Source: an optimization exercise on an open RTL-to-GDS flow (aim: small area). Production flows keep margins and buffers that such runs may drop.
In this exercise RTL edits were held to simulation tests only and were not proved equivalent to the original.

// ring_rx
module ring_rx (
    input  wire         clk,
    input  wire         rst,
    input  wire         cg_valid,
    input  wire [9:0]   cg,
    output wire         hdr_valid,
    output wire [127:0] hdr_data,
    output wire         dat_valid,
    output wire [7:0]   dat_byte,
    output wire         blk_valid,
    output wire [7:0]   blk_node,
    output wire [7:0]   blk_kind,
    output wire [15:0]  blk_len,
    output wire [1:0]   blk_status,
    output wire         end_valid,
    output wire [1:0]   end_kind,
    output wire [1:0]   end_hdr,
    output reg  [31:0]  hdr_crc_errors,
    output reg  [31:0]  blk_crc_errors,
    output reg  [31:0]  batons_aborted,
    output reg  [31:0]  code_violations
);
clock: 20.0 ns
lec_check: 0
cap_margin: 20
core_margin: 2
core_utilization: 40
cts_buf_list: sky130_fd_sc_hd__clkbuf_8
cts_cluster_diameter: 100
cts_cluster_size: 15
place_density: 0.6
slew_margin: 20
standard.sh (not shown) runs the stock make flow with config.mk's settings and CLKGATE_MAP_FILE= SYNTH_SCRIPT=/design/flow/synth_recipe.tcl, a recipe that flattens the netlist after the stock synthesis.
==> flow/flow/run.sh <==
#!/bin/bash
# Standard ORFS layout with two changes:
#  - after the standard synthesis, the combinational logic is re-mapped for
#    area with ABC (registers and their names are kept exactly); several ABC
#    scripts are tried and the smallest netlist is used;
#  - buffer_ports puts the smallest plain buffer on every input and output.
set -euo pipefail
W=$(pwd)
R=$W/orfs/results/$FLOW_PLATFORM/ring_rx/base
export BUFFER_PORTS_ARGS="-buffer_cell sky130_fd_sc_hd__buf_1"

bash standard.sh synth > $W/log_1_standard_synth.log 2>&1

# Flip-flop and tie cell types in the standard netlist are kept.
KEEP=$(grep -oE '^ *sky130_fd_sc_hd__(dfxtp|edfxtp|dfrtp|dfstp|dfxbp|sdfxtp|conb)_[0-9]+' $R/1_2_yosys.v | sort -u | tr -d ' ' | tr '\n' ' ')
DU=$(make -s -C $FLOW_HOME DESIGN_CONFIG=$W/config.mk WORK_HOME=$W/orfs print-DONT_USE_CELLS 2>/dev/null | sed 's/^DONT_USE_CELLS: *//' || true)
cp $R/1_2_yosys.v $W/standard_1_2_yosys.v
best=""; best_area=""
for s in a1 a2 a3 a4; do
  LIB_FILE=$FLOW_HOME/platforms/$FLOW_PLATFORM/lib/sky130_fd_sc_hd__tt_025C_1v80.lib \
  IN_NETLIST=$W/standard_1_2_yosys.v OUT_NETLIST=$W/resyn_$s.v OUT_STAT=$W/resyn_stat_$s.txt \
  DESIGN_NAME=$FLOW_TOP KEEP_CELLS="$KEEP" DONT_USE_LIST="$DU" ABC_SCRIPT_FILE=$W/flow/$s.abc \
    yosys -c $W/flow/resyn.tcl > $W/log_2_resyn_$s.log 2>&1 &
done
wait
for s in a1 a2 a3 a4; do
  a=$(grep "Chip area for module '.$FLOW_TOP'" $W/resyn_stat_$s.txt | awk '{print $NF}' || true)
  echo "$s $a" >> $W/resyn_choice.txt
  if [[ -n "$a" && -s $W/resyn_$s.v ]]; then
    if [[ -z "$best" ]] || awk -v a="$a" -v b="$best_area" 'BEGIN{exit !(a<b)}'; then best=$s; best_area=$a; fi
  fi
done
echo "chosen $best $best_area" >> $W/resyn_choice.txt
if [[ -n "$best" ]]; then
  cp $W/resyn_$best.v $R/1_2_yosys.v
  touch $R/1_2_yosys.v
fi

bash standard.sh finish > $W/log_3_standard_finish.log 2>&1
Other scripts of this flow, unchanged in this note and not shown: flow/flow/a1.abc, flow/flow/a2.abc, flow/flow/a3.abc, flow/flow/a4.abc, flow/flow/resyn.tcl
The starting point produced a clean layout.
Rerun with:
- CORE_UTILIZATION: 40 -> 55
- PLACE_DENSITY: 0.6 -> 0.7
Effect: Register-to-register slack improves by 0.09 ns; design area decreases by 1.1%; fmax decreases by about 1.3%; die area decreases by about 27%; worst setup slack degrades by 0.18 ns; wire length decreases by 5.5%; global-route usage increases by 6.5 points; first-iteration DRC count increases by about 60%; via count increases by 0.98%; synthesized cell count is unchanged; final cell count decreases by about 5%.

* * *

ring_rx, a different RTL version from the one above (not shown whole).
For scale: about 320 I/O pins.
==> flow/config.mk <==
export PLATFORM = sky130hd
export DESIGN_NAME = ring_rx
export DESIGN_NICKNAME = ring_rx
export VERILOG_FILES = /design/flow/design.v
export SDC_FILE = /design/flow/constraint.sdc
export NUM_CORES = 4
export LEC_CHECK = 0
export CAP_MARGIN = 0
export CORE_MARGIN = 2
export CORE_UTILIZATION = 40
export CTS_BUF_LIST = sky130_fd_sc_hd__clkbuf_8
export CTS_CLUSTER_DIAMETER = 100
export CTS_CLUSTER_SIZE = 15
export GPL_TIMING_DRIVEN = 0
export PLACE_DENSITY = 0.6
export SLEW_MARGIN = 0
==> flow/constraint.sdc <==
create_clock -name core_clock -period 20.0 [get_ports {clk}]
set_input_delay 4.0000 -clock core_clock [delete_from_list [all_inputs] [get_ports {clk}]]
set_output_delay 4.0000 -clock core_clock [all_outputs]
set_load 0.01 [all_outputs]
==> flow/flow/run.sh <==
#!/bin/bash
# Standard ORFS layout with two changes:
#  - after the standard synthesis, the combinational logic is re-mapped for
#    area with ABC (registers and their names are kept exactly). Several ABC
#    scripts are tried; the smallest netlist that yosys proves equivalent to
#    the standard netlist is used (the standard netlist if none is).
#  - buffer_ports puts the smallest plain buffer on every input and output.
#  - the clock tree is built without dummy load cells.
set -euo pipefail
W=$(pwd)
R=$W/orfs/results/$FLOW_PLATFORM/ring_rx/base
LIB=$FLOW_HOME/platforms/$FLOW_PLATFORM/lib/sky130_fd_sc_hd__tt_025C_1v80.lib
export BUFFER_PORTS_ARGS="-buffer_cell sky130_fd_sc_hd__buf_1"
# Clock tree: same clustering as config.mk, without dummy load cells.
export CTS_ARGS="-sink_clustering_enable -repair_clock_nets -sink_clustering_size 15 -sink_clustering_max_diameter 100 -buf_list sky130_fd_sc_hd__clkbuf_8 -dont_use_dummy_load"

bash standard.sh synth > $W/log_1_standard_synth.log 2>&1

# Flip-flop and tie cell types in the standard netlist are kept.
KEEP=$(grep -oE '^ *sky130_fd_sc_hd__(dfxtp|edfxtp|dfrtp|dfstp|dfxbp|sdfxtp|conb)_[0-9]+' $R/1_2_yosys.v | sort -u | tr -d ' ' | tr '\n' ' ')
DU=$(make -s -C $FLOW_HOME DESIGN_CONFIG=$W/config.mk WORK_HOME=$W/orfs print-DONT_USE_CELLS 2>/dev/null | sed 's/^DONT_USE_CELLS: *//' || true)
cp $R/1_2_yosys.v $W/standard_1_2_yosys.v
SCRIPTS="g2 g3 g4 g5 h1 h3"
for s in $SCRIPTS; do
  LIB_FILE=$LIB IN_NETLIST=$W/standard_1_2_yosys.v OUT_NETLIST=$W/resyn_$s.v OUT_STAT=$W/resyn_stat_$s.txt \
  DESIGN_NAME=$FLOW_TOP KEEP_CELLS="$KEEP" DONT_USE_LIST="$DU" ABC_SCRIPT_FILE=$W/flow/$s.abc \
    timeout 900 yosys -c $W/flow/resyn.tcl > $W/log_2_resyn_$s.log 2>&1 &
done
wait || true
: > $W/resyn_choice.txt
for s in $SCRIPTS; do
  a=$(grep "Chip area for module '.$FLOW_TOP'" $W/resyn_stat_$s.txt 2>/dev/null | awk '{print $NF}' || true)
  if [[ -n "$a" && -s $W/resyn_$s.v ]]; then echo "$a $s" >> $W/resyn_choice.txt; fi
done
sort -g $W/resyn_choice.txt -o $W/resyn_choice.txt
chosen=""
while read -r a s; do
  if LIB_FILE=$LIB GOLD=$W/standard_1_2_yosys.v GATE=$W/resyn_$s.v DESIGN_NAME=$FLOW_TOP \
       timeout 900 yosys -c $W/flow/eq.tcl > $W/log_3_equiv_$s.log 2>&1; then
    chosen=$s; break
  fi
done < $W/resyn_choice.txt
echo "chosen: ${chosen:-standard}" >> $W/resyn_choice.txt
if [[ -n "$chosen" ]]; then
  cp $W/resyn_$chosen.v $R/1_2_yosys.v
  touch $R/1_2_yosys.v
fi

bash standard.sh finish > $W/log_4_standard_finish.log 2>&1
Other scripts of this flow, unchanged in this note and not shown: flow/flow/eq.tcl, flow/flow/g2.abc, flow/flow/g3.abc, flow/flow/g4.abc, flow/flow/g5.abc, flow/flow/h1.abc, flow/flow/h3.abc, flow/flow/resyn.tcl
The baseline passed the timing, design-rule and antenna checks.
Edit:
- CAP_MARGIN: 0 -> 20
- GPL_TIMING_DRIVEN: 0 -> default
- SLEW_MARGIN: 0 -> 20
The new run completed with no timing, DRC or antenna violations.
Setup slack gets better by 0.23 ns.
Critical path depth falls by 1.
Synthesized area is unchanged.
Synthesized cell count is unchanged.
Wire length decreases slightly.
Clock-buffer cell count is unchanged.
Die area stays the same.

==> separate check: timing with driven ports <==
In the flow no input, the clock included, has a driving cell. The finished layouts below were timed again as built, in two steps.
Step 1 sets driving cells, clkbuf_16 on the clock port and buf_2 on the other inputs (assumed; they add their load-dependent delay and slew).
Step 2, shift: input delay + t, output delay - t, t = (earliest + latest rising clock arrival at the registers) / 2. This alone moves slack from input paths to output paths.
a / b / c = no drivers / after step 1 / after step 2; a / b = the first two.
run | shift t [ns] | setup slack, ns | worst register clock-pin slew, ns | worst slew at a driven data input, ns
the first run of note 1 | 0.633 | 6.543 / 6.495 / 7.128 | 0.11 / 0.11 | 0.06
the second run of note 1 | 0.624 | 6.360 / 6.312 / 6.936 | 0.11 / 0.11 | 0.04
the first run of note 2 | 0.613 | 8.029 / 7.980 / 8.593 | 0.11 / 0.11 | 0.07
the second run of note 2 | 0.617 | 8.256 / 8.204 / 8.820 | 0.11 / 0.11 | 0.07
After both steps setup and hold are still met in every run listed.
